From an optimization exercise on the open Yosys and OpenROAD flow, aimed at small area, a short achievable clock period and few clock cycles per item; shortcuts taken in it are not production practice.
In this exercise RTL edits were held to simulation tests only and were not proved equivalent to the original.

==> flow/design.v, too long to show whole: its modules and the start of the top module <==
// module mul24_cs: 1674 lines
// module fp_mul_s1: 38 lines
// module fp_mul_s2: 50 lines
// module fp_add_s1: 49 lines
// module fp_add_s2: 68 lines
// module poly_stage: 137 lines
module poly_stage (
    input  wire        clk,
    input  wire        rst,         
    input  wire        in_valid,
    output wire        in_ready,
    input  wire [31:0] c0,
    input  wire [31:0] c1,
    input  wire [31:0] c2,
    input  wire [31:0] c3,
    input  wire [31:0] c4,
    input  wire [31:0] c5,
    input  wire [31:0] a,           
    input  wire        a_ok,        
    output reg         out_valid,
    output reg  [31:0] x,           
    output reg         x_ok,        
    output reg         num          
);
  // ...
==> flow/run.sh <==
#!/bin/bash
# synth_recipe.tcl (not shown) runs the flow's synth.tcl, then flattens the netlist and writes it again
# the make line also repeats each setting of config.mk as NAME=value (left out here)
make -C /OpenROAD-flow-scripts/flow DESIGN_CONFIG=/design/flow/config.mk WORK_HOME=/design/flow/orfs CLKGATE_MAP_FILE= SYNTH_SCRIPT=/design/flow/synth_recipe.tcl finish
==> flow/config.mk <==
export PLATFORM = sky130hd
export DESIGN_NAME = poly_stage
export DESIGN_NICKNAME = poly_stage
export VERILOG_FILES = /design/flow/design.v
export SDC_FILE = /design/flow/constraint.sdc
export NUM_CORES = 4
export LEC_CHECK = 0
export CAP_MARGIN = 20
export CORE_MARGIN = 2
export CORE_UTILIZATION = 40
export PLACE_DENSITY = 0.6
export SLEW_MARGIN = 20
==> flow/constraint.sdc <==
create_clock -name core_clock -period 35.0 [get_ports {clk}]
set_input_delay 7.0000 -clock core_clock [delete_from_list [all_inputs] [get_ports {clk}]]
set_output_delay 7.0000 -clock core_clock [all_outputs]
set_load 0.01 [all_outputs]
==> run notes, run 1 <==
area of the core=about 140000 um^2; distinct cell type count after synthesis=between 90 and 100; Setup crit start=rdy; # setup viols final=0; main combinational cell family by area after synthesis=compound AO/OA/AOI/OAI gates; post-CTS sizing=0; status=finished clean; Avg Inst Size Synth=8.840 um^2; vias in the first global route=44487; Routability Congestion=around 0.96; worst skew pair latency=0.75 ns; die area=139400 um^2; number of synthesized register bits=988; CTS clock-pin slew for the worst setup and hold paths=0.07 ns; reg2reg end=y[10]; xor-xnor portion of the synthesized cell area=2.888%; commonest non-fill, non-tap cell in the layout=dfxtp_1; Die W=373.4 um; Worst Tran Pin Value=around 1.1 ns; # Post-CTS Setup Buffers=0; I/O pins=264; CTS Buf Count=101; number of max-cap violations=0; area of the multi-input gates=31430 um^2; top flop regs=e0_c (160), e1_c (160), e2_c (160); FF+latch area=19830 um^2; detailed router's first-iteration violation count=between 4000 and 5000; comb_multi_in=between 4000 and 5000; invs w/o clock=406; Port Buffers=about 260; layout cells sized above 1=9.343%; crit start category=flip-flop; wire length on met3=around 14 mm; initial antenna violation count=5; Tap Cells=between 1500 and 2000; row count=~140; Avg WL per Cell=22.68 um; Worst EP arrival=2.13 ns
Testbench counts, summed over its fixed seeds: cycles 40,040, items 8,000.
==> inputs of run 2 (changes only) <==
--- a/flow/config.mk
+++ b/flow/config.mk
@@ -6,4 +6,5 @@
 export NUM_CORES = 4
 export LEC_CHECK = 0
+export ABC_AREA = 1
 export CAP_MARGIN = 20
 export CORE_MARGIN = 2
==> run 2 against run 1 <==
  * Still clean
  * Worst setup slack worse by 0.061 ns
  * Synthesized cell count shrank 5.1%
  * Worst hold slack better by 0.019 ns
  * Via count down 17%
  * Maximum frequency is 0.67% lower
  * Global-route usage decreased by 3.2 points
  * Critical path depth is the same
  * Sequential share of layout area is 3.3 points higher
  * Non-clock buffer count decreased by 48
  * Wire length down 22%
  * Register-to-register slack better by 0.16 ns
  * Highest routed layer is now met4
==> run notes, run 2 <==
Post-DP HPWL=roughly 110 mm; CTS clock-pin slew for the worst setup and hold paths=0.06 ns (about the same); EDFF count, synth=0; TritonCTS clock tree=yes; final cell count without fillers=7731; xor-xnor portion of the synthesized cell area=7.216% (+4.3 points); DRT antenna net count=0; Ys Warns=3; All-Layer GR Usage=~22%; Worst Tran Pin Value=1.078 ns (-0.04983 ns); commonest cells in the netlist=1483 x nand2_1, 988 x dfxtp_1, 664 x inv_1, 365 x nor2_1, 359 x xor2_1; number of max-cap violations=0 (unchanged); # setup viols final=0 (unchanged); Worst EP arrival=2.19 ns (+0.06 ns); CP cell instances=clkdlybuf4s50_1; Avg Inst Size Synth=8.303 um^2 (-6.1%); total grt overflow=0; clock period minus worst slack=9.193 ns; first-pass GRT wire length=217.7 mm; Mapped Cells=5862; critical path's largest stage delay=0.80 ns; setup_tns=0 ns; Max Transition Viols Final=0; I/O pins=264 (unchanged); # Post-CTS Setup Buffers=0 (unchanged); Die W=352.8 um (-5.5%); CTS sink count=988; via count=38437; root buf cell=clkbuf_16; Avg Vias per Cell=4.972; status=finished clean; synthesized area=48670 um^2; most common cell in the netlist=nand2_1; mux cell area share after synthesis=0.2288%; ys async rst share=0%; Routability Congestion=0.9460 (-1.9%); worst hold path class=flip-flop to flip-flop; Post-synth top flop=dfxtp_1; row count=127 (-5.9%); Simple-Gate Fraction of Synth Area=between 10% and 20%; distinct cell type count after synthesis=63 (-34%); Worst path top cell family by delay=flip-flops; H-tree Lvls=3; initial antenna violation count=5 (unchanged); final hold slack=about 0.3 ns; CTS Buf Count=98 (-3.0%); CP max FO=75; post-CTS sizing=0 (unchanged); sequential element share of the synthesized area=40.64%; die area=124500 um^2 (-11%); syn nets=6545; DRC Markers=0; fin crit share=26.26%; Synth area leader=dfxtp_1; largest net degree at the start of global routing=96; final WL=141.5 mm; Fin. Hold Viols=0; Compound-Gate Fraction of Synth Area=under 10%; number of synthesized register bits=988 (unchanged); top post-synthesis cells by area=dfxtp_1 41%, nand2_1 11%, fa_1 10%, xor2_1 6.5%, ha_1 5.2%; layout cells sized above 1=5.382% (-4.0 points); worst skew pair latency=0.72 ns (-0.03 ns); vias in the first global route=37985 (-15%); Rel. slew slack=27.66%; nets@finish=6721; Worst Path Buf+Inv=1; commonest non-fill, non-tap cells in the layout=1483 x nand2_1, 987 x dfxtp_1, 663 x inv_1, 365 x nor2_1, 359 x xor2_1; dpl cells=7550; router iterations before antenna repair=6; hold-fix buffers at CTS=0; Fin Clk Skew=0.05614 ns; RSZ-0062 raised after global routing=false; crit start category=flip-flop; top flop regs=e0_c (160), e1_c (160), e2_c (160); post-synthesis adder-cell area fraction=15.58%; commonest non-fill, non-tap cell in the layout=nand2_1; Port Buffers=263 (unchanged); maximum clock rate=roughly 0.11 GHz; detailed router's first-iteration violation count=3023 (-35%); Setup Crit Path Kind=flip-flop to output port; required time worst endpoint=28.00 ns; Yosys top cell area share=around two fifths; Starting Density=40.46%; critical path endpoint category=output port; maximum clock path buffer count=3; crit path max-delay cell type=dfxtp_4; main combinational cell family by area after synthesis=simple AND/OR/NAND/NOR gates; chip height=352.8 um; Avg WL per Cell=18.30 um (-19%); area grow syn2layout=15.53%; area of the core=120300 um^2 (-11%)
-- run 2: cell count changes in the layout (fill, tap and decap cells not counted), sizes merged, moves of 72 or more --
cell / before / now
a211oi: 122 / 9
a22oi: 144 / 13
inv: 411 / 682
nand2: 622 / 1504
mux2: 175 / 1
xor2: 61 / 359
xnor2: 119 / 42
nand3: 94 / 172
a21oi: 473 / 165
nor2: 459 / 387
o22ai: 125 / 272
-- run 2: path summary, 6_finish.rpt --
path | endpoint | slack (ns) | start | cells after the start
max | in_ready | 25.81 | rdy | 1
min reg2reg | e2_c[65] | 0.30 | e1_c[65] | 0
max reg2reg | p3_sum[25] | 26.89 | e2_c[27] | 44
min | e2_c[65] | 0.30 | e1_c[65] | 0
-- run 2: final cells by class --
| type | instances | area (um^2) |
|---|---|---|
| sequential | 988 | 19780 |
| clock inverter | 48 | 689.4 |
| timing repair buffer | 343 | 3233 |
| inverter | 697 | 2625 |
| antenna | 6 | 15.01 |
| fill | 11681 | 64060 |
| clock buffer | 127 | 2701 |
| tap | 1612 | 2017 |
| multi-input combinational | 3910 | 25170 |
-- run 2: cell families (layout without fill, tap and decap cells) --
| logic type | Yosys count | count (layout) |
|---|---|---|
| AO/OA/AOI/OAI | 842 | 842 |
| XOR/XNOR | 401 | 401 |
| adder cells (fa/ha/maj) | 455 | 455 |
| buffers and inverters | 964 | 1215 |
| flip-flops | 988 | 988 |
| multiplexers | 11 | 11 |
| other | 0 | 6 |
| AND/OR/NAND/NOR | 2201 | 2201 |
-- run 2: through the flow --
step                util, %  cell area, um^2  setup WS (ns)
detailed placement    43.91            52820          26.50
finish                46.75            56230          25.81
global route          46.74            56230          25.67
global placement      43.91            52820          26.54
floorplan                 -            48670          27.66
CTS                   46.73            56220          25.72
-- run 2: worst reg2reg max path, delay by kind of cell, from the launching register on --
family / cells / cell delay [ns]
and+or+nand+nor: 20 / 2.52
buffers and inverters: 10 / 2.10
AOI/OAI and AO/OA: 9 / 1.97
adders and majority gates: 3 / 0.74
DFF: 1 / 0.40
xor gates and xnor gates: 2 / 0.35
-- run 2: routing by layer --
metal	part of all wire [%]	vias up	GRT usage, %
li1	-	18958	-
met1	42	17756	27.98
met2	47	1383	37.51
met3	6.7	340	3.633
met4	4.5	0	10.53
met5	0	-	0
==> module fp_mul_s1, before the edit <==
module fp_mul_s1 (
    input  wire [31:0] a,
    input  wire [31:0] b,
    output wire [25:0] hs,
    output wire [25:0] hc,
    output wire        c22,
    output wire        pl,        
    output wire [8:0]  es,        
    output wire        sy,
    output wire        m_nan,
    output wire        m_inf,
    output wire        m_zero
);
    wire [7:0]  ea = a[30:23];
    wire [7:0]  eb = b[30:23];
    wire [22:0] fa = a[22:0];
    wire [22:0] fb = b[22:0];
    wire a_zero = (ea == 8'd0);
    wire b_zero = (eb == 8'd0);
    wire a_max  = (ea == 8'hFF);
    wire b_max  = (eb == 8'hFF);
    wire a_inf  = a_max && (fa == 23'd0);
    wire b_inf  = b_max && (fb == 23'd0);
    wire a_nan  = a_max && (fa != 23'd0);
    wire b_nan  = b_max && (fb != 23'd0);
    wire [47:0] ps, pc;
    mul24_cs u_mul (.x({1'b1, fa}), .m({1'b1, fb}), .s(ps), .c(pc));
    wire [22:0] low = {1'b0, ps[21:0]} + {1'b0, pc[21:0]};
    assign hs     = ps[47:22];
    assign hc     = pc[47:22];
    assign c22    = low[22];
    assign pl     = |low[21:0];
    assign es     = {1'b0, ea} + {1'b0, eb};
    assign sy     = a[31] ^ b[31];
    assign m_nan  = a_nan || b_nan || (a_inf && b_zero) || (a_zero && b_inf);
    assign m_inf  = a_inf || b_inf;
    assign m_zero = a_zero || b_zero;
endmodule
==> module fp_mul_s2, before the edit <==
module fp_mul_s2 (
    input  wire [25:0] hs,
    input  wire [25:0] hc,
    input  wire        c22,
    input  wire        pl,
    input  wire [8:0]  es,
    input  wire        sy,
    input  wire        m_nan,
    input  wire        m_inf,
    input  wire        m_zero,
    output reg  [31:0] y
);
    wire [25:0] ph = hs + hc + {25'd0, c22};    
    reg  [23:0] mant;
    reg         guard;
    reg         sticky;
    reg  signed [9:0] exp_n;
    reg  [24:0] mant_r;
    reg  signed [9:0] exp_r;
    always @(*) begin
        if (ph[25]) begin
            mant   = ph[25:2];
            guard  = ph[1];
            sticky = ph[0] | pl;
            exp_n  = $signed({1'b0, es}) - 10'sd126;
        end else begin
            mant   = ph[24:1];
            guard  = ph[0];
            sticky = pl;
            exp_n  = $signed({1'b0, es}) - 10'sd127;
        end
        mant_r = {1'b0, mant} + {24'd0, guard & (sticky | mant[0])};
        exp_r  = mant_r[24] ? exp_n + 10'sd1 : exp_n;
        if (m_nan) begin
            y = 32'h7FC00000;
        end else if (m_inf) begin
            y = {sy, 8'hFF, 23'd0};
        end else if (m_zero) begin
            y = {sy, 31'd0};
        end else if (exp_n < 10'sd1) begin
            y = {sy, 31'd0};
        end else if (exp_r > 10'sd254) begin
            y = {sy, 8'hFF, 23'd0};
        end else if (mant_r[24]) begin
            y = {sy, exp_r[7:0], mant_r[23:1]};
        end else begin
            y = {sy, exp_r[7:0], mant_r[22:0]};
        end
    end
endmodule
==> module fp_add_s1, before the edit <==
module fp_add_s1 (
    input  wire [31:0] a,
    input  wire [31:0] b,
    output wire [27:0] sum,
    output wire        sp,
    output wire [7:0]  ep,
    output wire [22:0] fp,
    output wire        k_nan,     
    output wire        k_inf,     
    output wire        k_zero,    
    output wire        k_pass,    
    output wire        k_sign
);
    wire        sa = a[31];
    wire        sb = b[31];
    wire [7:0]  ea = a[30:23];
    wire [7:0]  eb = b[30:23];
    wire [22:0] fa = a[22:0];
    wire [22:0] fb = b[22:0];
    wire a_zero = (ea == 8'd0);
    wire b_zero = (eb == 8'd0);
    wire a_inf  = (ea == 8'hFF) && (fa == 23'd0);
    wire b_inf  = (eb == 8'hFF) && (fb == 23'd0);
    wire a_nan  = (ea == 8'hFF) && (fa != 23'd0);
    wire b_nan  = (eb == 8'hFF) && (fb != 23'd0);
    wire [8:0]  dab  = {1'b0, ea} - {1'b0, eb};
    wire [8:0]  dba  = {1'b0, eb} - {1'b0, ea};
    wire        e_lt = dab[8];                  
    wire        e_eq = (ea == eb);
    wire        f_lt = (fa < fb);
    wire        swap = e_lt || (e_eq && f_lt);
    assign sp = swap ? sb : sa;
    assign ep = swap ? eb : ea;
    assign fp = swap ? fb : fa;
    wire   sq = swap ? sa : sb;
    wire   subtract = sp ^ sq;
    wire [7:0]  diff = e_lt ? dba[7:0] : dab[7:0];
    wire [23:0] mx   = e_lt ? {1'b1, fa} : {1'b1, fb};
    wire [50:0] q_wide = {mx, 27'd0} >> diff;
    wire [26:0] q_sh = (diff > 8'd26) ? 27'd1 : {q_wide[50:25], |q_wide[24:0]};
    wire [26:0] q_al = (e_eq && swap) ? {1'b1, fa, 3'b000} : q_sh;
    wire [27:0] mp28 = {1'b0, 1'b1, fp, 3'b000};
    assign sum = subtract ? mp28 - {1'b0, q_al} : mp28 + {1'b0, q_al};
    assign k_nan  = a_nan || b_nan || (a_inf && b_inf && (sa != sb));
    assign k_inf  = a_inf || b_inf;
    assign k_zero = a_zero && b_zero;
    assign k_pass = a_zero || b_zero;
    assign k_sign = a_inf ? sa : b_inf ? sb : (sa & sb);
endmodule
==> module fp_add_s2, before the edit <==
module fp_add_s2 (
    input  wire [27:0] sum,
    input  wire        sp,
    input  wire [7:0]  ep,
    input  wire [22:0] fp,
    input  wire        k_nan,
    input  wire        k_inf,
    input  wire        k_zero,
    input  wire        k_pass,
    input  wire        k_sign,
    output reg  [31:0] y,
    output reg         finite
);
    wire [31:0] v0 = {sum[26:0], 5'b00000};
    wire        z4 = (v0[31:16] == 16'd0);
    wire [31:0] v1 = z4 ? {v0[15:0], 16'd0} : v0;
    wire        z3 = (v1[31:24] == 8'd0);
    wire [31:0] v2 = z3 ? {v1[23:0], 8'd0} : v1;
    wire        z2 = (v2[31:28] == 4'd0);
    wire [31:0] v3 = z2 ? {v2[27:0], 4'd0} : v2;
    wire        z1 = (v3[31:30] == 2'd0);
    wire [31:0] v4 = z1 ? {v3[29:0], 2'd0} : v3;
    wire        z0 = ~v4[31];
    wire [31:0] v5 = z0 ? {v4[30:0], 1'b0} : v4;
    wire [4:0]  lz = {z4, z3, z2, z1, z0};
    reg  [26:0] norm;
    reg  signed [9:0] exp_n;
    reg  [24:0] mant_r;
    reg  signed [9:0] exp_r;
    reg         guard;
    reg         sticky;
    always @(*) begin
        if (sum[27]) begin
            norm  = {sum[27:2], sum[1] | sum[0]};
            exp_n = $signed({2'b00, ep}) + 10'sd1;
        end else begin
            norm  = v5[31:5];
            exp_n = $signed({2'b00, ep}) - $signed({5'd0, lz});
        end
        guard  = norm[2];
        sticky = norm[1] | norm[0];
        mant_r = {1'b0, norm[26:3]} + {24'd0, guard & (sticky | norm[3])};
        exp_r  = mant_r[24] ? exp_n + 10'sd1 : exp_n;
        finite = 1'b1;
        if (k_nan) begin
            y = 32'h7FC00000;
            finite = 1'b0;
        end else if (k_inf) begin
            y = {k_sign, 8'hFF, 23'd0};
            finite = 1'b0;
        end else if (k_zero) begin
            y = {k_sign, 31'd0};
        end else if (k_pass) begin
            y = {sp, ep, fp};
        end else if (sum == 28'd0) begin
            y = 32'd0;
        end else if (exp_n < 10'sd1) begin
            y = {sp, 31'd0};
        end else if (exp_r > 10'sd254) begin
            y = {sp, 8'hFF, 23'd0};
            finite = 1'b0;
        end else if (mant_r[24]) begin
            y = {sp, exp_r[7:0], mant_r[23:1]};
        end else begin
            y = {sp, exp_r[7:0], mant_r[22:0]};
        end
    end
endmodule
==> module poly_stage, before the edit <==
module poly_stage (
    input  wire        clk,
    input  wire        rst,         
    input  wire        in_valid,
    output wire        in_ready,
    input  wire [31:0] c0,
    input  wire [31:0] c1,
    input  wire [31:0] c2,
    input  wire [31:0] c3,
    input  wire [31:0] c4,
    input  wire [31:0] c5,
    input  wire [31:0] a,           
    input  wire        a_ok,        
    output reg         out_valid,
    output reg  [31:0] x,           
    output reg         x_ok,        
    output reg         num          
);
    reg [31:0]  e0_a, e1_a, e2_a, e3_a;
    reg [159:0] e0_c, e1_c, e2_c, e3_c;
    reg         e0_ok, e1_ok, e2_ok, e3_ok;
    reg         e0_v, e1_v, e2_v, e3_v;
    reg [2:0]   e0_st, e1_st, e2_st, e3_st;     
    reg         rdy;
    wire e3_last = (e3_st == 3'd4);
    wire load    = rdy;                  
    assign in_ready = rdy;
    reg  [31:0] y;                       
    wire [25:0] s1_hs, s1_hc;
    wire        s1_c22, s1_pl;
    wire [8:0]  s1_es;
    wire        s1_sy, s1_nan, s1_inf, s1_zero;
    fp_mul_s1 u_m1 (
        .a(y), .b(e0_a),
        .hs(s1_hs), .hc(s1_hc), .c22(s1_c22), .pl(s1_pl), .es(s1_es), .sy(s1_sy),
        .m_nan(s1_nan), .m_inf(s1_inf), .m_zero(s1_zero)
    );
    reg [25:0] p1_hs, p1_hc;
    reg        p1_c22, p1_pl;
    reg [8:0]  p1_es;
    reg        p1_sy, p1_nan, p1_inf, p1_zero;
    wire [31:0] s2_ya;
    fp_mul_s2 u_m2 (
        .hs(p1_hs), .hc(p1_hc), .c22(p1_c22), .pl(p1_pl), .es(p1_es), .sy(p1_sy),
        .m_nan(p1_nan), .m_inf(p1_inf), .m_zero(p1_zero),
        .y(s2_ya)
    );
    reg [31:0] p2_ya;
    wire [27:0] s3_sum;
    wire        s3_sp;
    wire [7:0]  s3_ep;
    wire [22:0] s3_fp;
    wire        s3_knan, s3_kinf, s3_kzero, s3_kpass, s3_ksign;
    fp_add_s1 u_a1 (
        .a(p2_ya), .b(e2_c[31:0]),
        .sum(s3_sum), .sp(s3_sp), .ep(s3_ep), .fp(s3_fp),
        .k_nan(s3_knan), .k_inf(s3_kinf), .k_zero(s3_kzero), .k_pass(s3_kpass),
        .k_sign(s3_ksign)
    );
    reg [27:0] p3_sum;
    reg        p3_sp;
    reg [7:0]  p3_ep;
    reg [22:0] p3_fp;
    reg        p3_knan, p3_kinf, p3_kzero, p3_kpass, p3_ksign;
    wire [31:0] s4_y;
    wire        s4_finite;
    fp_add_s2 u_a2 (
        .sum(p3_sum), .sp(p3_sp), .ep(p3_ep), .fp(p3_fp),
        .k_nan(p3_knan), .k_inf(p3_kinf), .k_zero(p3_kzero), .k_pass(p3_kpass),
        .k_sign(p3_ksign),
        .y(s4_y), .finite(s4_finite)
    );
    wire res_ok = e3_ok && s4_finite;
    always @(posedge clk) begin
        p1_hs   <= s1_hs;
        p1_hc   <= s1_hc;
        p1_c22  <= s1_c22;
        p1_pl   <= s1_pl;
        p1_es   <= s1_es;
        p1_sy   <= s1_sy;
        p1_nan  <= s1_nan;
        p1_inf  <= s1_inf;
        p1_zero <= s1_zero;
        p2_ya   <= s2_ya;
        p3_sum   <= s3_sum;
        p3_sp    <= s3_sp;
        p3_ep    <= s3_ep;
        p3_fp    <= s3_fp;
        p3_knan  <= s3_knan;
        p3_kinf  <= s3_kinf;
        p3_kzero <= s3_kzero;
        p3_kpass <= s3_kpass;
        p3_ksign <= s3_ksign;
        y <= load ? c5 : s4_y;
        e1_a  <= e0_a;
        e1_c  <= e0_c;
        e1_ok <= e0_ok;
        e1_st <= e0_st;
        e2_a  <= e1_a;
        e2_c  <= e1_c;
        e2_ok <= e1_ok;
        e2_st <= e1_st;
        e3_a  <= e2_a;
        e3_c  <= {e2_c[159:128], e2_c[159:32]};
        e3_ok <= e2_ok;
        e3_st <= e2_st;
        if (load) begin
            e0_a  <= a;
            e0_c  <= {c0, c1, c2, c3, c4};
            e0_ok <= a_ok;
            e0_st <= 3'd0;
        end else begin
            e0_a  <= e3_a;
            e0_c  <= e3_c;
            e0_ok <= e3_ok;
            e0_st <= e3_st + 3'd1;
        end
        x    <= res_ok ? s4_y : 32'd0;
        x_ok <= res_ok;
        num  <= e3_ok && !s4_finite;
        if (rst) begin
            e0_v      <= 1'b0;
            e1_v      <= 1'b0;
            e2_v      <= 1'b0;
            e3_v      <= 1'b0;
            rdy       <= 1'b1;
            out_valid <= 1'b0;
        end else begin
            e0_v      <= load ? in_valid : e3_v;
            e1_v      <= e0_v;
            e2_v      <= e1_v;
            e3_v      <= e2_v;
            rdy       <= !e2_v || (e2_st == 3'd4);
            out_valid <= e3_v && e3_last;
        end
    end
endmodule
==> inputs of run 3 (changes only) <==
--- a/flow/design.v
+++ b/flow/design.v
@@ -1676,7 +1676,5 @@
     input  wire [31:0] a,
     input  wire [31:0] b,
-    output wire [25:0] hs,
-    output wire [25:0] hc,
-    output wire        c22,
+    output wire [25:0] ph,        
     output wire        pl,        
     output wire [8:0]  es,        
@@ -1700,9 +1698,7 @@
     wire [47:0] ps, pc;
     mul24_cs u_mul (.x({1'b1, fa}), .m({1'b1, fb}), .s(ps), .c(pc));
-    wire [22:0] low = {1'b0, ps[21:0]} + {1'b0, pc[21:0]};
-    assign hs     = ps[47:22];
-    assign hc     = pc[47:22];
-    assign c22    = low[22];
-    assign pl     = |low[21:0];
+    wire [47:0] prod = ps + pc;
+    assign ph     = prod[47:22];
+    assign pl     = |prod[21:0];
     assign es     = {1'b0, ea} + {1'b0, eb};
     assign sy     = a[31] ^ b[31];
@@ -1712,7 +1708,5 @@
 endmodule
 module fp_mul_s2 (
-    input  wire [25:0] hs,
-    input  wire [25:0] hc,
-    input  wire        c22,
+    input  wire [25:0] ph,
     input  wire        pl,
     input  wire [8:0]  es,
@@ -1723,5 +1717,4 @@
     output reg  [31:0] y
 );
-    wire [25:0] ph = hs + hc + {25'd0, c22};    
     reg  [23:0] mant;
     reg         guard;
@@ -1767,9 +1760,7 @@
     output wire        sp,
     output wire [7:0]  ep,
-    output wire [22:0] fp,
     output wire        k_nan,     
     output wire        k_inf,     
     output wire        k_zero,    
-    output wire        k_pass,    
     output wire        k_sign
 );
@@ -1794,5 +1785,5 @@
     assign sp = swap ? sb : sa;
     assign ep = swap ? eb : ea;
-    assign fp = swap ? fb : fa;
+    wire [22:0] fp = swap ? fb : fa;
     wire   sq = swap ? sa : sb;
     wire   subtract = sp ^ sq;
@@ -1801,11 +1792,11 @@
     wire [50:0] q_wide = {mx, 27'd0} >> diff;
     wire [26:0] q_sh = (diff > 8'd26) ? 27'd1 : {q_wide[50:25], |q_wide[24:0]};
-    wire [26:0] q_al = (e_eq && swap) ? {1'b1, fa, 3'b000} : q_sh;
+    wire [26:0] q_eq = (e_eq && swap) ? {1'b1, fa, 3'b000} : q_sh;
+    wire [26:0] q_al = (a_zero || b_zero) ? 27'd0 : q_eq;
     wire [27:0] mp28 = {1'b0, 1'b1, fp, 3'b000};
-    assign sum = subtract ? mp28 - {1'b0, q_al} : mp28 + {1'b0, q_al};
+    assign sum = mp28 + ({1'b0, q_al} ^ {28{subtract}}) + {27'd0, subtract};
     assign k_nan  = a_nan || b_nan || (a_inf && b_inf && (sa != sb));
     assign k_inf  = a_inf || b_inf;
     assign k_zero = a_zero && b_zero;
-    assign k_pass = a_zero || b_zero;
     assign k_sign = a_inf ? sa : b_inf ? sb : (sa & sb);
 endmodule
@@ -1814,9 +1805,7 @@
     input  wire        sp,
     input  wire [7:0]  ep,
-    input  wire [22:0] fp,
     input  wire        k_nan,
     input  wire        k_inf,
     input  wire        k_zero,
-    input  wire        k_pass,
     input  wire        k_sign,
     output reg  [31:0] y,
@@ -1862,6 +1851,4 @@
         end else if (k_zero) begin
             y = {k_sign, 31'd0};
-        end else if (k_pass) begin
-            y = {sp, ep, fp};
         end else if (sum == 28'd0) begin
             y = 32'd0;
@@ -1901,25 +1888,26 @@
     reg         e0_v, e1_v, e2_v, e3_v;
     reg [2:0]   e0_st, e1_st, e2_st, e3_st;     
-    reg         rdy;
+    reg         rdy;                     
+    reg         nload;                   
+    wire        load = !nload;
     wire e3_last = (e3_st == 3'd4);
-    wire load    = rdy;                  
     assign in_ready = rdy;
     reg  [31:0] y;                       
-    wire [25:0] s1_hs, s1_hc;
-    wire        s1_c22, s1_pl;
+    wire [25:0] s1_ph;
+    wire        s1_pl;
     wire [8:0]  s1_es;
     wire        s1_sy, s1_nan, s1_inf, s1_zero;
     fp_mul_s1 u_m1 (
         .a(y), .b(e0_a),
-        .hs(s1_hs), .hc(s1_hc), .c22(s1_c22), .pl(s1_pl), .es(s1_es), .sy(s1_sy),
+        .ph(s1_ph), .pl(s1_pl), .es(s1_es), .sy(s1_sy),
         .m_nan(s1_nan), .m_inf(s1_inf), .m_zero(s1_zero)
     );
-    reg [25:0] p1_hs, p1_hc;
-    reg        p1_c22, p1_pl;
+    reg [25:0] p1_ph;
+    reg        p1_pl;
     reg [8:0]  p1_es;
     reg        p1_sy, p1_nan, p1_inf, p1_zero;
     wire [31:0] s2_ya;
     fp_mul_s2 u_m2 (
-        .hs(p1_hs), .hc(p1_hc), .c22(p1_c22), .pl(p1_pl), .es(p1_es), .sy(p1_sy),
+        .ph(p1_ph), .pl(p1_pl), .es(p1_es), .sy(p1_sy),
         .m_nan(p1_nan), .m_inf(p1_inf), .m_zero(p1_zero),
         .y(s2_ya)
@@ -1929,30 +1917,24 @@
     wire        s3_sp;
     wire [7:0]  s3_ep;
-    wire [22:0] s3_fp;
-    wire        s3_knan, s3_kinf, s3_kzero, s3_kpass, s3_ksign;
+    wire        s3_knan, s3_kinf, s3_kzero, s3_ksign;
     fp_add_s1 u_a1 (
         .a(p2_ya), .b(e2_c[31:0]),
-        .sum(s3_sum), .sp(s3_sp), .ep(s3_ep), .fp(s3_fp),
-        .k_nan(s3_knan), .k_inf(s3_kinf), .k_zero(s3_kzero), .k_pass(s3_kpass),
-        .k_sign(s3_ksign)
+        .sum(s3_sum), .sp(s3_sp), .ep(s3_ep),
+        .k_nan(s3_knan), .k_inf(s3_kinf), .k_zero(s3_kzero), .k_sign(s3_ksign)
     );
     reg [27:0] p3_sum;
     reg        p3_sp;
     reg [7:0]  p3_ep;
-    reg [22:0] p3_fp;
-    reg        p3_knan, p3_kinf, p3_kzero, p3_kpass, p3_ksign;
+    reg        p3_knan, p3_kinf, p3_kzero, p3_ksign;
     wire [31:0] s4_y;
     wire        s4_finite;
     fp_add_s2 u_a2 (
-        .sum(p3_sum), .sp(p3_sp), .ep(p3_ep), .fp(p3_fp),
-        .k_nan(p3_knan), .k_inf(p3_kinf), .k_zero(p3_kzero), .k_pass(p3_kpass),
-        .k_sign(p3_ksign),
+        .sum(p3_sum), .sp(p3_sp), .ep(p3_ep),
+        .k_nan(p3_knan), .k_inf(p3_kinf), .k_zero(p3_kzero), .k_sign(p3_ksign),
         .y(s4_y), .finite(s4_finite)
     );
     wire res_ok = e3_ok && s4_finite;
     always @(posedge clk) begin
-        p1_hs   <= s1_hs;
-        p1_hc   <= s1_hc;
-        p1_c22  <= s1_c22;
+        p1_ph   <= s1_ph;
         p1_pl   <= s1_pl;
         p1_es   <= s1_es;
@@ -1965,9 +1947,7 @@
         p3_sp    <= s3_sp;
         p3_ep    <= s3_ep;
-        p3_fp    <= s3_fp;
         p3_knan  <= s3_knan;
         p3_kinf  <= s3_kinf;
         p3_kzero <= s3_kzero;
-        p3_kpass <= s3_kpass;
         p3_ksign <= s3_ksign;
         y <= load ? c5 : s4_y;
@@ -2004,4 +1984,5 @@
             e3_v      <= 1'b0;
             rdy       <= 1'b1;
+            nload     <= 1'b0;
             out_valid <= 1'b0;
         end else begin
@@ -2011,4 +1992,5 @@
             e3_v      <= e2_v;
             rdy       <= !e2_v || (e2_st == 3'd4);
+            nload     <= e2_v && (e2_st != 3'd4);
             out_valid <= e3_v && e3_last;
         end
==> run 3 against run 2 <==
  * Clock skew grew 0.027 ns
  * Core utilization shrank 0.32 points
  * Via count shrank 4.5%
  * First-iteration DRC count is 7.2% lower
  * Cell count is 4.7% lower
  * Global-route usage is 0.097 points lower
  * Wire length fell by 4.2%
  * Critical path depth unchanged
  * Critical path type unchanged
==> run notes, run 3 <==
Port Buffers=263 (unchanged); die area=120900 um^2 (-2.9%); commonest non-fill, non-tap cells in the layout=1275 x nand2_1, 937 x dfxtp_1, 674 x inv_1, 372 x xor2_1, 297 x o22ai_1; detailed router's first-iteration violation count=2804 (-7.2%); top post-synthesis cells by area=dfxtp_1 40%, fa_1 11%, nand2_1 10%, xor2_1 6.9%, inv_1 5.4%; final core utilization=46.42% (-0.32 points); Avg Vias per Cell=4.985 (+0.27%); Mapped Cells=5572 (-4.9%); DRC Markers=0 (unchanged); RSZ-0062 raised after global routing=false; ys async rst share=0% (unchanged); Max Transition Viols Final=0 (unchanged); worst hold path class=flip-flop to flip-flop; # Post-CTS Setup Buffers=0 (unchanged); Worst EP arrival=1.55 ns (-0.64 ns); crit path max-delay cell type=clkdlybuf4s50_1; Rel. slew slack=32.56% (+4.9 points); layout cells sized above 1=6.885% (+1.5 points); Starting Density=40.18% (-0.28 points); CTS sink count=938 (-5.1%); worst skew pair latency=0.70 ns (-0.02 ns); commonest non-fill, non-tap cell in the layout=nand2_1; maximum clock rate=0.1169 GHz (+7.5%); Avg WL per Cell=18.39 um (+0.52%); post-CTS sizing=0 (unchanged); critical path's largest stage delay=0.53 ns (-0.27 ns); router iterations before antenna repair=7 (+1); required time worst endpoint=28.00 ns (about the same); sequential element share of the synthesized area=39.74% (-0.90 points); I/O pins=264 (unchanged); nets@finish=6407 (-4.7%); area grow syn2layout=15.53% (about the same); Yosys top cell area share=39.74% (-0.90 points); H-tree Lvls=3 (unchanged); row count=126 (-0.79%); CP cell instances=clkdlybuf4s50_1; final WL=135.5 mm (-4.2%); commonest cells in the netlist=1275 x nand2_1, 938 x dfxtp_1, 674 x inv_1, 374 x xor2_1, 297 x o22ai_1; Die W=347.7 um (-1.4%); # setup viols final=0 (unchanged); most common cell in the netlist=nand2_1; All-Layer GR Usage=22.23% (-0.097 points); Worst Path Buf+Inv=1 (unchanged); Worst path top cell family by delay=buffers and inverters; syn nets=6231 (-4.8%); chip height=347.7 um (-1.4%); via count=36718 (-4.5%); number of synthesized register bits=938 (-5.1%); top flop regs=e0_c (160), e1_c (160), e2_c (160); EDFF count, synth=0 (unchanged); hold-fix buffers at CTS=0 (unchanged); TritonCTS clock tree=yes; crit start category=flip-flop; setup_tns=0 ns (unchanged); final cell count without fillers=7365 (-4.7%); Post-DP HPWL=102.0 mm (-3.9%); status=finished clean; total grt overflow=0 (unchanged); Fin. Hold Viols=0 (unchanged); maximum clock path buffer count=3 (unchanged); vias in the first global route=36686 (-3.4%); critical path endpoint category=output port; CTS clock-pin slew for the worst setup and hold paths=0.06 ns (about the same); Fin Clk Skew=0.08327 ns (+0.02713 ns); DRT antenna net count=0 (unchanged); CTS Buf Count=93 (-5.1%); dpl cells=7189 (-4.8%); first-pass GRT wire length=210.4 mm (-3.4%); root buf cell=clkbuf_16; Worst Tran Pin Value=1.010 ns (-0.06800 ns); Synth area leader=dfxtp_1; fin crit share=24.43% (-1.8 points); Routability Congestion=0.9426 (-0.36%); Setup Crit Path Kind=flip-flop to output port; initial antenna violation count=11 (+6); synthesized area=47260 um^2 (-2.9%); area of the core=117600 um^2 (-2.2%); Ys Warns=3 (unchanged); Avg Inst Size Synth=8.481 um^2 (+2.1%); distinct cell type count after synthesis=67 (+6.3%); clock period minus worst slack=8.552 ns (-0.6411 ns); number of max-cap violations=0 (unchanged); Post-synth top flop=dfxtp_1; largest net degree at the start of global routing=160 (+67%); CP max FO=1 (-99%)
## run 3: cell count changes after synthesis, sizes merged, moves of 21 or more
cell / previous run / this run
a21oi: 165 / 142
nand2: 1504 / 1319
ha: 203 / 182
or2: 11 / 32
o22ai: 272 / 297
dfxtp: 988 / 938
nor2: 387 / 330
o21ai: 293 / 246
clkbuf: 209 / 173
## run 3: routing by layer
layer  wire length [um]  share of wire, %  track usage, %
met1              59480                44           29.01
met2              63500                47           37.48
met3               7828               5.8           3.094
met4               4644               3.4           8.066
met5                  9            0.0066               0
## run 3: worst paths after layout
path         startpoint   endpoint  slack, ns  depth (start not counted)
max               x[24]      x[24]      26.45                          1
min            e1_c[59]   e2_c[59]       0.25                          0
min reg2reg    e1_c[59]   e2_c[59]       0.25                          0
max reg2reg     e0_a[5]  p1_ph[19]      26.97                         27
## run 3: area by class of cell
class | instances | area, um^2
clock inverter | 48 | 794.5
inverter | 711 | 2676
clock buffer | 123 | 2590
multi-input combinational | 3679 | 24720
antenna | 5 | 12.51
tap | 1536 | 1922
fill | 11436 | 63010
timing repair buffer | 325 | 3098
sequential | 938 | 18780
## run 3: per-stage QoR
| step | cell area (um^2) | worst slack, ns | hold slack (ns) |
|---|---|---|---|
| floorplan | 47260 | 27.55 | 0.3096 |
| global placement | 51200 | 27.11 | 0.3095 |
| detailed placement | 51200 | 27.10 | 0.3121 |
| CTS | 54580 | 26.39 | 0.2482 |
| global route | 54590 | 26.38 | 0.2491 |
| finish | 54590 | 26.45 | 0.2538 |
## run 3: cells by family (layout without fill, tap and decap cells)
group,Yosys count,count (layout),synth area share (%)
compound gates,810,810,10.08
other cells,0,5,0
mux,21,21,0.4475
simple gates,2000,2000,18.65
fa+ha+maj,431,431,15.37
buf+inv,955,1207,7.983
flops,938,938,39.74
xor+xnor,417,417,7.729
## run 3: worst reg2reg max path: stages (launching register included)
cell and delay, ns:
dfxtp_1 0.61, clkinv_1 0.16, buf_4 0.28, nand2_1 0.10, nand2_1 0.05, nand2_1 0.60
o22ai_1 0.17, xor2_1 0.23, fa_1 0.49, fa_1 0.56, inv_1 0.05, fa_1 0.49
inv_1 0.05, fa_1 0.45, ha_1 0.35, a21oi_1 0.15, o21ai_0 0.14, a21boi_0 0.60
inv_1 0.09, nand2_1 0.09, nand2_1 0.07, a21oi_1 0.29, o21ai_0 0.23, a21boi_0 0.65
o21ai_0 0.30, a21boi_0 0.39, o21ai_0 0.16, xor2_1 0.16
Testbench counts of run 3, summed over its fixed seeds: cycles 40,040, items 8,000.
==> inputs of run 4 (changes only) <==
--- a/flow/config.mk
+++ b/flow/config.mk
@@ -9,5 +9,5 @@
 export CAP_MARGIN = 20
 export CORE_MARGIN = 2
-export CORE_UTILIZATION = 40
-export PLACE_DENSITY = 0.6
+export CORE_UTILIZATION = 55
+export PLACE_DENSITY = 0.7
 export SLEW_MARGIN = 20
==> run 4 against run 3 <==
  * Still clean
  * First-iteration DRC count rose by 6.0%
  * Area after synthesis did not move
  * Worst hold slack improved by 0.027 ns
  * Non-clock buffer count fell by 6
  * Cell area fell by 1.4%
  * Via count rose by 1.5%
  * Clock skew fell by 0.019 ns
  * Cell count fell by 5.6%
  * Largest cell class unchanged
==> run notes, run 4 <==
Worst Path Buf+Inv=1 (unchanged); detailed router's first-iteration violation count=2971 (+6.0%); maximum clock rate=0.1147 GHz (-1.9%); DRT antenna net count=0 (unchanged); synthesized area=47260 um^2 (unchanged); Mapped Cells=5572 (unchanged); total grt overflow=0 (unchanged); ys async rst share=0% (unchanged); root buf cell=clkbuf_16; critical path's largest stage delay=0.59 ns (+0.06 ns); Ys Warns=3 (unchanged); Avg WL per Cell=18.86 um (+2.5%); sequential element share of the synthesized area=39.74% (unchanged); vias in the first global route=36929 (+0.66%); die area=88280 um^2 (-27%); setup_tns=0 ns (unchanged); Worst Tran Pin Value=1.055 ns (+0.04439 ns); CP cell instances=clkdlybuf4s50_1; layout cells sized above 1=6.609% (-0.28 points); Fin Clk Skew=0.06431 ns (-0.01895 ns); CTS sink count=938 (unchanged); clock period minus worst slack=8.718 ns (+0.1663 ns); Worst EP arrival=1.72 ns (+0.17 ns); EDFF count, synth=0 (unchanged); area grow syn2layout=13.95%; Worst path top cell family by delay=buffers and inverters; H-tree Lvls=3 (unchanged); critical path endpoint category=output port; Yosys top cell area share=39.74% (unchanged); Layout Cell Area excl Fill=53850 um^2 (-1.4%); commonest cells in the netlist=1275 x nand2_1, 938 x dfxtp_1, 674 x inv_1, 374 x xor2_1, 297 x o22ai_1; largest net degree at the start of global routing=149 (-6.9%); Routability Congestion=1.001 (+6.1%); Port Buffers=263 (unchanged); All-Layer GR Usage=29.45% (+7.2 points); Avg Inst Size Synth=8.481 um^2 (unchanged); initial antenna violation count=5 (-6); I/O pins=264 (unchanged); fin crit share=24.91% (+0.48 points); nets@finish=6398 (-0.14%); post-CTS sizing=0 (unchanged); number of synthesized register bits=938 (unchanged); final WL=131.2 mm (-3.1%); Placed Area=50660 um^2 (-1.0%); Fin. Hold Viols=0 (unchanged); CTS clock-pin slew for the worst setup and hold paths=0.06 ns (about the same); CTS Buf Count=90 (-3.2%); Synth area leader=dfxtp_1; final hold slack=0.2808 ns (+0.02702 ns); status=finished clean; # Post-CTS Setup Buffers=0 (unchanged); via count=37278 (+1.5%); chip height=297.1 um (-15%); number of fill cells in the layout=7466 (-35%); top flop regs=e0_c (160), e1_c (160), e2_c (160); Post-DP HPWL=97.39 mm (-4.5%); worst skew pair latency=0.69 ns (about the same); most common cell in the netlist=nand2_1; Max Transition Viols Final=0 (unchanged); Post-synth top flop=dfxtp_1; commonest non-fill, non-tap cell in the layout=nand2_1; router iterations before antenna repair=6 (-1); distinct cell type count after synthesis=67 (unchanged); # setup viols final=0 (unchanged); Die W=297.1 um (-15%); syn nets=6231 (unchanged); hold-fix buffers at CTS=0 (unchanged); CP max FO=1 (unchanged); area of the core=85150 um^2 (-28%); Avg Vias per Cell=5.359 (+7.5%); DRC Markers=0 (unchanged); Setup Crit Path Kind=flip-flop to output port; number of max-cap violations=0 (unchanged); Rel. slew slack=29.21% (-3.4 points); RSZ-0062 raised after global routing=false; maximum clock path buffer count=3 (unchanged); commonest non-fill, non-tap cells in the layout=1275 x nand2_1, 937 x dfxtp_1, 674 x inv_1, 372 x xor2_1, 297 x o22ai_1; top post-synthesis cells by area=dfxtp_1 40%, fa_1 11%, nand2_1 10%, xor2_1 6.9%, inv_1 5.4%; Starting Density=55.50% (+15 points); first-pass GRT wire length=205.1 mm (-2.5%); worst hold path class=flip-flop to flip-flop; crit path max-delay cell type=clkdlybuf4s50_1; TritonCTS clock tree=yes; row count=107 (-15%); crit start category=flip-flop; required time worst endpoint=28.00 ns (about the same)
[run 4: path summary, 6_finish.rpt]
| path | endpoint | slack, ns | depth (start not counted) | startpoint |
|---|---|---|---|---|
| worst max register to register | p1_ph[19] | 27.06 | 25 | e0_a[5] |
| worst min register to register | e2_a[10] | 0.28 | 0 | e1_a[10] |
| worst max-delay path | out_valid | 26.28 | 1 | out_valid |
| worst min-delay path | e2_a[10] | 0.28 | 0 | e1_a[10] |
[run 4: layout make-up]
class / count / area (um^2) / share of cell area [%]
Antenna cell: 2 / 5.005 / 0.009294
Clock buffer: 125 / 2554 / 4.742
Clock inverter: 38 / 626.9 / 1.164
Inverter: 711 / 2676 / 4.970
Multi-Input combinational cell: 3679 / 24720 / 45.91
Sequential cell: 938 / 18780 / 34.88
Tap cell: 1144 / 1431 / 2.658
Timing Repair Buffer: 319 / 3053 / 5.670
[run 4: logic make-up (layout without fill, tap and decap cells)]
family                   Yosys count  in the layout  share of synthesized area, %
flip-flops                       938            938                         39.74
XOR/XNOR                         417            417                         7.729
other                              0              2                             0
buffers and inverters            955           1193                         7.983
AND/OR/NAND/NOR                 2000           2000                         18.65
adder cells (fa/ha/maj)          431            431                         15.37
AO/OA/AOI/OAI                    810            810                         10.08
multiplexers                      21             21                        0.4475
[run 4: metrics by stage]
stage | instances | setup slack (ns) | utilization (%)
after floorplan | 5572 | 27.55 | -
after global placement | 6791 | 26.95 | 59.50
final | 6956 | 26.28 | 63.24
after CTS | 6954 | 26.21 | 63.24
after detailed placement | 6791 | 26.94 | 59.50
after global routing | 6956 | 26.24 | 63.24
[run 4: per-layer routing]
metal  part of all wire [%]  GRT usage [%]
met1                     42          37.60
met2                     48          49.95
met3                    6.4          4.316
met4                    4.2          12.29
met5                  0.027              0
==> inputs of run 5 (changes only) <==
--- a/flow/config.mk
+++ b/flow/config.mk
@@ -9,5 +9,7 @@
 export CAP_MARGIN = 20
 export CORE_MARGIN = 2
-export CORE_UTILIZATION = 55
-export PLACE_DENSITY = 0.7
+export CORE_UTILIZATION = 40
+export CTS_BUF_LIST = sky130_fd_sc_hd__clkbuf_8
+export CTS_CLUSTER_SIZE = 20
+export PLACE_DENSITY = 0.6
 export SLEW_MARGIN = 20
==> run 5 against run 4 <==
  * Clock-buffer cell count up 47
  * Non-clock buffer count up 6
  * Worst hold slack better by 0.0064 ns
  * Via count down 0.54%
  * Clock skew up 0.0018 ns
  * Maximum frequency up 0.43%
  * Wire length up 3.9%
  * Area after synthesis unchanged
  * Largest cell class unchanged
==> run notes, run 5 <==
status=finished clean; syn nets=6231 (unchanged); Post-DP HPWL=102.0 mm (+4.8%); number of synthesized register bits=938 (unchanged); critical path endpoint category=output port; RSZ-0062 raised after global routing=false; nets@finish=6463 (+1.0%); first-pass GRT wire length=211.5 mm (+3.1%); Worst path top cell family by delay=buffers and inverters; top flop regs=e0_c (160), e1_c (160), e2_c (160); DRC Markers=0 (unchanged); root buf cell=clkbuf_8; area of the core=117600 um^2 (+38%); initial antenna violation count=13 (+8); # Post-CTS Setup Buffers=0 (unchanged); worst hold path class=flip-flop to flip-flop; CTS sink count=938 (unchanged); largest net degree at the start of global routing=160 (+7.4%); Avg WL per Cell=18.28 um (-3.1%); DRT antenna net count=0 (unchanged); maximum clock path buffer count=3 (unchanged); total grt overflow=0 (unchanged); Layout Cell Area excl Fill=54370 um^2 (+0.97%); Worst Path Buf+Inv=1 (unchanged); commonest non-fill, non-tap cell in the layout=nand2_1; final WL=136.3 mm (+3.9%); dpl cells=7189 (+5.9%); I/O pins=264 (unchanged); crit path max-delay cell type=clkdlybuf4s50_1; Routability Congestion=0.9426 (-5.8%); H-tree Lvls=4 (+1); most common cell in the netlist=nand2_1; number of fill cells in the layout=11502 (+54%); EDFF count, synth=0 (unchanged); Rel. slew slack=33.37% (+4.2 points); critical path's largest stage delay=0.54 ns (-0.05 ns); CTS clock-pin slew for the worst setup and hold paths=0.06 ns (about the same); router iterations before antenna repair=6 (unchanged); Placed Area=51200 um^2 (+1.1%); Fin. Hold Viols=0 (unchanged); fin crit share=24.80% (-0.11 points); synthesized area=47260 um^2 (unchanged); Starting Density=40.18% (-15 points); row count=126 (+18%); Worst EP arrival=1.68 ns (-0.04 ns); Worst Tran Pin Value=0.9984 ns (-0.05644 ns); final cell count without fillers=7459 (+7.2%); commonest cells in the netlist=1275 x nand2_1, 938 x dfxtp_1, 674 x inv_1, 374 x xor2_1, 297 x o22ai_1; chip height=347.7 um (+17%); area grow syn2layout=15.05%; setup_tns=0 ns (unchanged); die area=120900 um^2 (+37%); final setup margin=26.32 ns (+0.03690 ns); sequential element share of the synthesized area=39.74% (unchanged); clock period minus worst slack=8.681 ns (-0.03690 ns); FF+latch area=18780 um^2 (unchanged); Synth area leader=dfxtp_1; via count=37076 (-0.54%); Avg Inst Size Synth=8.481 um^2 (unchanged); area of the multi-input gates=24720 um^2 (unchanged); crit start category=flip-flop; worst skew pair latency=0.84 ns (+0.15 ns); Post-synth top flop=dfxtp_1; maximum clock rate=0.1152 GHz (+0.43%); Avg Vias per Cell=4.971 (-7.2%); Fin Clk Skew=0.06611 ns (+0.001796 ns); number of max-cap violations=0 (unchanged); CP max FO=1 (unchanged); detailed router's first-iteration violation count=2556 (-14%); post-CTS sizing=0 (unchanged); commonest non-fill, non-tap cells in the layout=1275 x nand2_1, 937 x dfxtp_1, 721 x inv_1, 372 x xor2_1, 297 x o22ai_1; vias in the first global route=37142 (+0.58%); top post-synthesis cells by area=dfxtp_1 40%, fa_1 11%, nand2_1 10%, xor2_1 6.9%, inv_1 5.4%; hold-fix buffers at CTS=0 (unchanged); layout cells sized above 1=7.777% (+1.2 points); Max Transition Viols Final=0 (unchanged); Yosys top cell area share=39.74% (unchanged); CP cell instances=clkdlybuf4s50_1; required time worst endpoint=28.00 ns (about the same); Ys Warns=3 (unchanged); # setup viols final=0 (unchanged); Die W=347.7 um (+17%); CTS Buf Count=149 (+66%); Port Buffers=263 (unchanged); Setup Crit Path Kind=flip-flop to output port; Mapped Cells=5572 (unchanged); distinct cell type count after synthesis=67 (unchanged); ys async rst share=0% (unchanged); TritonCTS clock tree=yes; All-Layer GR Usage=22.41% (-7.0 points); pre-CTS WS=27.10 ns (+0.1642 ns)
## run 5: cell counts after synthesis
Identical to the previous run, type by type.
## run 5: cell families (layout without fill, tap and decap cells)
family | after synthesis | in the layout | synth area share (%)
simple gates | 2000 | 2000 | 18.65
fa+ha+maj | 431 | 431 | 15.37
xor+xnor | 417 | 417 | 7.729
mux | 21 | 21 | 0.4475
flops | 938 | 938 | 39.74
compound gates | 810 | 810 | 10.08
other cells | 0 | 8 | 0
buf+inv | 955 | 1298 | 7.983
## run 5: final timing paths
| path | slack, ns | cells after the start | start | endpoint |
|---|---|---|---|---|
| setup / recovery | 26.32 | 1 | x[0] | x[0] |
| hold / removal | 0.29 | 0 | e2_a[11] | e3_a[11] |
| setup reg to reg | 26.96 | 27 | e0_a[5] | p1_ph[19] |
| hold reg to reg | 0.29 | 0 | e2_a[11] | e3_a[11] |
## run 5: area by class of cell
cell class	count	area share, %
timing repair buffer	325	5.698
multi-input combinational	3679	45.47
clock inverter	90	1.443
sequential	938	34.54
antenna	8	0.03682
inverter	711	4.922
clock buffer	172	4.354
tap	1536	3.535
## run 5: metrics by stage
stage	utilization (%)	hold WS (ns)
2_1_floorplan	-	0.3096
3_3_place_gp	43.53	0.3095
3_5_place_dp	43.53	0.3121
4_1_cts	46.21	0.2743
5_1_grt	46.23	0.3031
6_report	46.23	0.2872
## run 5: metal layers
| metal | up-vias | track usage (%) | share of wire, % |
|---|---|---|---|
| met2 | 1175 | 37.35 | 47 |
| met5 | - | 0 | 0.018 |
| li1 | 18297 | - | - |
| met4 | 4 | 9.223 | 3.5 |
| met1 | 17317 | 28.94 | 44 |
| met3 | 283 | 3.484 | 5.7 |
==> inputs of run 6 (changes only) <==
==> flow/flow/run.sh (new file) <==
#!/bin/bash
# The standard layout, except that the port buffers are plain buf_1 cells
# rather than the delay buffers buffer_ports picks on its own.
set -euo pipefail
export BUFFER_PORTS_ARGS="-buffer_cell sky130_fd_sc_hd__buf_1"
bash standard.sh > standard.log 2>&1
==> flow/standard.sh (new file) <==
#!/bin/bash
# synth_recipe.tcl (not shown) runs the flow's synth.tcl, then flattens the netlist and writes it again
# the make line also repeats each setting of config.mk as NAME=value (left out here)
make -C /OpenROAD-flow-scripts/flow DESIGN_CONFIG=/design/flow/config.mk WORK_HOME=/design/flow/orfs CLKGATE_MAP_FILE= SYNTH_SCRIPT=/design/flow/synth_recipe.tcl "${@:-finish}"
--- a/flow/config.mk
+++ b/flow/config.mk
@@ -10,6 +10,4 @@
 export CORE_MARGIN = 2
 export CORE_UTILIZATION = 40
-export CTS_BUF_LIST = sky130_fd_sc_hd__clkbuf_8
-export CTS_CLUSTER_SIZE = 20
 export PLACE_DENSITY = 0.6
 export SLEW_MARGIN = 20
removed: flow/run.sh
==> run 6 against run 5 <==
  * Largest cell class unchanged
  * Core utilization decreased by 1.2 points
  * Synthesized cell count did not move
  * Cell count shrank 1.2%
  * Sequential share of layout area is 0.91 points higher
==> run notes, run 6 <==
status=finished clean; final hold slack=0.2759 ns (-0.01131 ns); router iterations before antenna repair=6 (unchanged); total grt overflow=0 (unchanged); CTS clock-pin slew for the worst setup and hold paths=0.06 ns (about the same); Post-DP HPWL=101.5 mm (-0.49%); critical path depth in cells=26 (+25); post-CTS sizing=0 (unchanged); crit start category=flip-flop; # setup viols final=0 (unchanged); die area=120900 um^2 (unchanged); TritonCTS clock tree=yes; nets@finish=6403 (-0.93%); vias in the first global route=36631 (-1.4%); largest net degree at the start of global routing=145 (-9.4%); CP max FO=23 (+22); most common cell in the netlist=nand2_1; maximum clock rate=0.1182 GHz (+2.6%); Ys Warns=3 (unchanged); number of synthesized register bits=938 (unchanged); CTS sink count=938 (unchanged); required time worst endpoint=35.55 ns (+7.55 ns); commonest cells in the netlist=1275 x nand2_1, 938 x dfxtp_1, 674 x inv_1, 374 x xor2_1, 297 x o22ai_1; Worst Path Buf+Inv=5 (+4); clock period minus worst slack=8.462 ns (-0.2191 ns); setup_tns=0 ns (unchanged); Routability Congestion=0.9323 (-1.1%); Avg Vias per Cell=5.015 (+0.89%); Rel. slew slack=32.32% (-1.1 points); detailed router's first-iteration violation count=2773 (+8.5%); number of max-cap violations=0 (unchanged); Starting Density=40.18% (unchanged); sequential element share of the synthesized area=39.74% (unchanged); DRC Markers=0 (unchanged); commonest non-fill, non-tap cell in the layout=nand2_1; Yosys top cell area share=39.74% (unchanged); Layout Cell Area excl Fill=52980 um^2 (-2.6%); RSZ-0062 raised after global routing=false; area of the core=117600 um^2 (unchanged); crit path max-delay cell type=clkinv_1; CTS Buf Count=93 (-38%); synthesized area=47260 um^2 (unchanged); hold-fix buffers at CTS=0 (unchanged); Worst path top cell family by delay=compound AO/OA/AOI/OAI gates; fin crit share=24.18% (-0.63 points); area grow syn2layout=12.11%; Avg WL per Cell=18.18 um (-0.54%); maximum clock path buffer count=3 (unchanged); Avg Inst Size Synth=8.481 um^2 (unchanged); worst skew pair latency=0.70 ns (-0.14 ns); EDFF count, synth=0 (unchanged); row count=126 (unchanged); top post-synthesis cells by area=dfxtp_1 40%, fa_1 11%, nand2_1 10%, xor2_1 6.9%, inv_1 5.4%; Post-synth top flop=dfxtp_1; distinct cell type count after synthesis=67 (unchanged); Fin Clk Skew=0.05890 ns (-0.007209 ns); Placed Area=49520 um^2 (-3.3%); H-tree Lvls=3 (-1); Max Transition Viols Final=0 (unchanged); I/O pins=264 (unchanged); Port Buffers=263 (unchanged); R2R cell count=26 (-3.7%); ys async rst share=0% (unchanged); final WL=133.9 mm (-1.8%); Worst Tran Pin Value=1.013 ns (+0.01441 ns); initial antenna violation count=13 (unchanged); DRT antenna net count=0 (unchanged); root buf cell=clkbuf_16; number of fill cells in the layout=11752 (+2.2%); worst hold path class=flip-flop to flip-flop; Fin. Hold Viols=0 (unchanged); layout cells sized above 1=6.906% (-0.87 points); Worst EP arrival=9.01 ns (+7.33 ns); first-pass GRT wire length=208.0 mm (-1.6%); commonest non-fill, non-tap cells in the layout=1275 x nand2_1, 937 x dfxtp_1, 674 x inv_1, 373 x xor2_1, 297 x o22ai_1; top flop regs=e0_c (160), e1_c (160), e2_c (160); # Post-CTS Setup Buffers=0 (unchanged); critical path endpoint category=flip-flop; most used cell, CP=o21ai_0; syn nets=6231 (unchanged); Setup Crit Path Kind=flip-flop to flip-flop; chip height=347.7 um (unchanged); Mapped Cells=5572 (unchanged); Die W=347.7 um (unchanged); via count=36939 (-0.37%); Synth area leader=dfxtp_1; Hold Path Depth=0 (unchanged); critical path's largest stage delay=0.61 ns (+0.07 ns); All-Layer GR Usage=21.93% (-0.48 points)
-- run 6: worst paths after layout --
check	slack (ns)	start	endpoint
setup / recovery	26.54	e0_a[5]	p1_ph[25]
hold / removal	0.28	e2_c[128]	e3_c[128]
setup reg to reg	26.54	e0_a[5]	p1_ph[25]
hold reg to reg	0.28	e2_c[128]	e3_c[128]
-- run 6: area by class of cell --
class,instances,area [um^2],share of cell area [%]
clock inverter,58,922.1,1.741
antenna,9,22.52,0.04251
tap,1536,1922,3.628
multi-input combinational,3679,24710,46.65
timing repair buffer,321,1423,2.685
clock buffer,114,2516,4.750
sequential,938,18780,35.45
inverter,711,2676,5.052
-- run 6: kinds of logic (layout without fill, tap and decap cells) --
family                   Yosys count  after routing  share of synthesized area, %
multiplexers                      21             21                        0.4475
AND/OR/NAND/NOR                 2000           2000                         18.65
buffers and inverters            955           1204                         7.983
XOR/XNOR                         417            417                         7.729
AO/OA/AOI/OAI                    810            810                         10.08
adder cells (fa/ha/maj)          431            431                         15.37
flip-flops                       938            938                         39.74
other                              0              9                             0
-- run 6: worst reg2reg max path, stage by stage (launching register included) --
cell	delay, ns
dfxtp_1	0.55
clkinv_1	0.61
buf_4	0.44
o21ai_0	0.17
nand2_1	0.55
o22ai_1	0.37
xor2_1	0.22
fa_1	0.47
fa_1	0.56
inv_1	0.06
fa_1	0.50
inv_1	0.06
fa_1	0.47
ha_1	0.36
a21oi_1	0.15
o21ai_0	0.14
a21boi_0	0.53
inv_1	0.09
nand2_1	0.09
nand2_1	0.08
a21oi_1	0.31
o21ai_0	0.23
a21boi_0	0.44
o21ai_0	0.31
a21oi_1	0.31
o21ai_0	0.14
xor2_1	0.15
-- run 6: metrics by stage --
step	setup WS, ns	util [%]	instances
detailed placement	26.70	42.10	7185
global placement	26.71	42.10	7185
finish	26.54	45.04	7366
global route	26.06	45.04	7364
CTS	26.67	45.03	7357
floorplan	27.55	-	5572
-- run 6: layer usage --
| layer | GRT usage [%] | vias to the layer above | wire (um) |
|---|---|---|---|
| met5 | 0 | - | 0 |
| met4 | 8.861 | 0 | 4947 |
| met3 | 2.885 | 265 | 7728 |
| met2 | 36.55 | 1141 | 62590 |
| met1 | 28.72 | 17357 | 58630 |
| li1 | - | 18176 | - |

==> static timing again, ports no longer ideal <==
No port has a modelled driver above. Below, the same layouts with a new extraction and two added sets of constraints.
Step 1 (the two cells are an assumption about what drives the block):
set clk [get_ports {clk}]
set_driving_cell -lib_cell sky130_fd_sc_hd__clkbuf_16 $clk
set_driving_cell -lib_cell sky130_fd_sc_hd__buf_2 [delete_from_list [all_inputs] $clk]
Step 2 also shifts input and output timing later by t, the mid clock arrival at the registers, as if the neighbouring blocks saw the same clock.
Slacks: ideal ports / drivers / drivers and shift; pairs: ideal ports / drivers.
run | t (ns) | setup slack, ns | hold WS [ns]
run 1 | 0.784 | 25.869 / 25.790 / 26.464 | 0.282 / 0.282 / 0.282
run 2 | 0.757 | 25.807 / 25.737 / 26.494 | 0.301 / 0.301 / 0.301
run 3 | 0.729 | 26.448 / 26.379 / 26.967 | 0.254 / 0.254 / 0.254
run 4 | 0.738 | 26.282 / 26.207 / 26.945 | 0.281 / 0.281 / 0.281
run 5 | 0.871 | 26.319 / 26.252 / 26.958 | 0.287 / 0.287 / 0.287
run 6 | 0.738 | 26.538 / 26.538 / 26.538 | 0.276 / 0.276 / 0.276
After both steps every run listed still meets setup and hold.
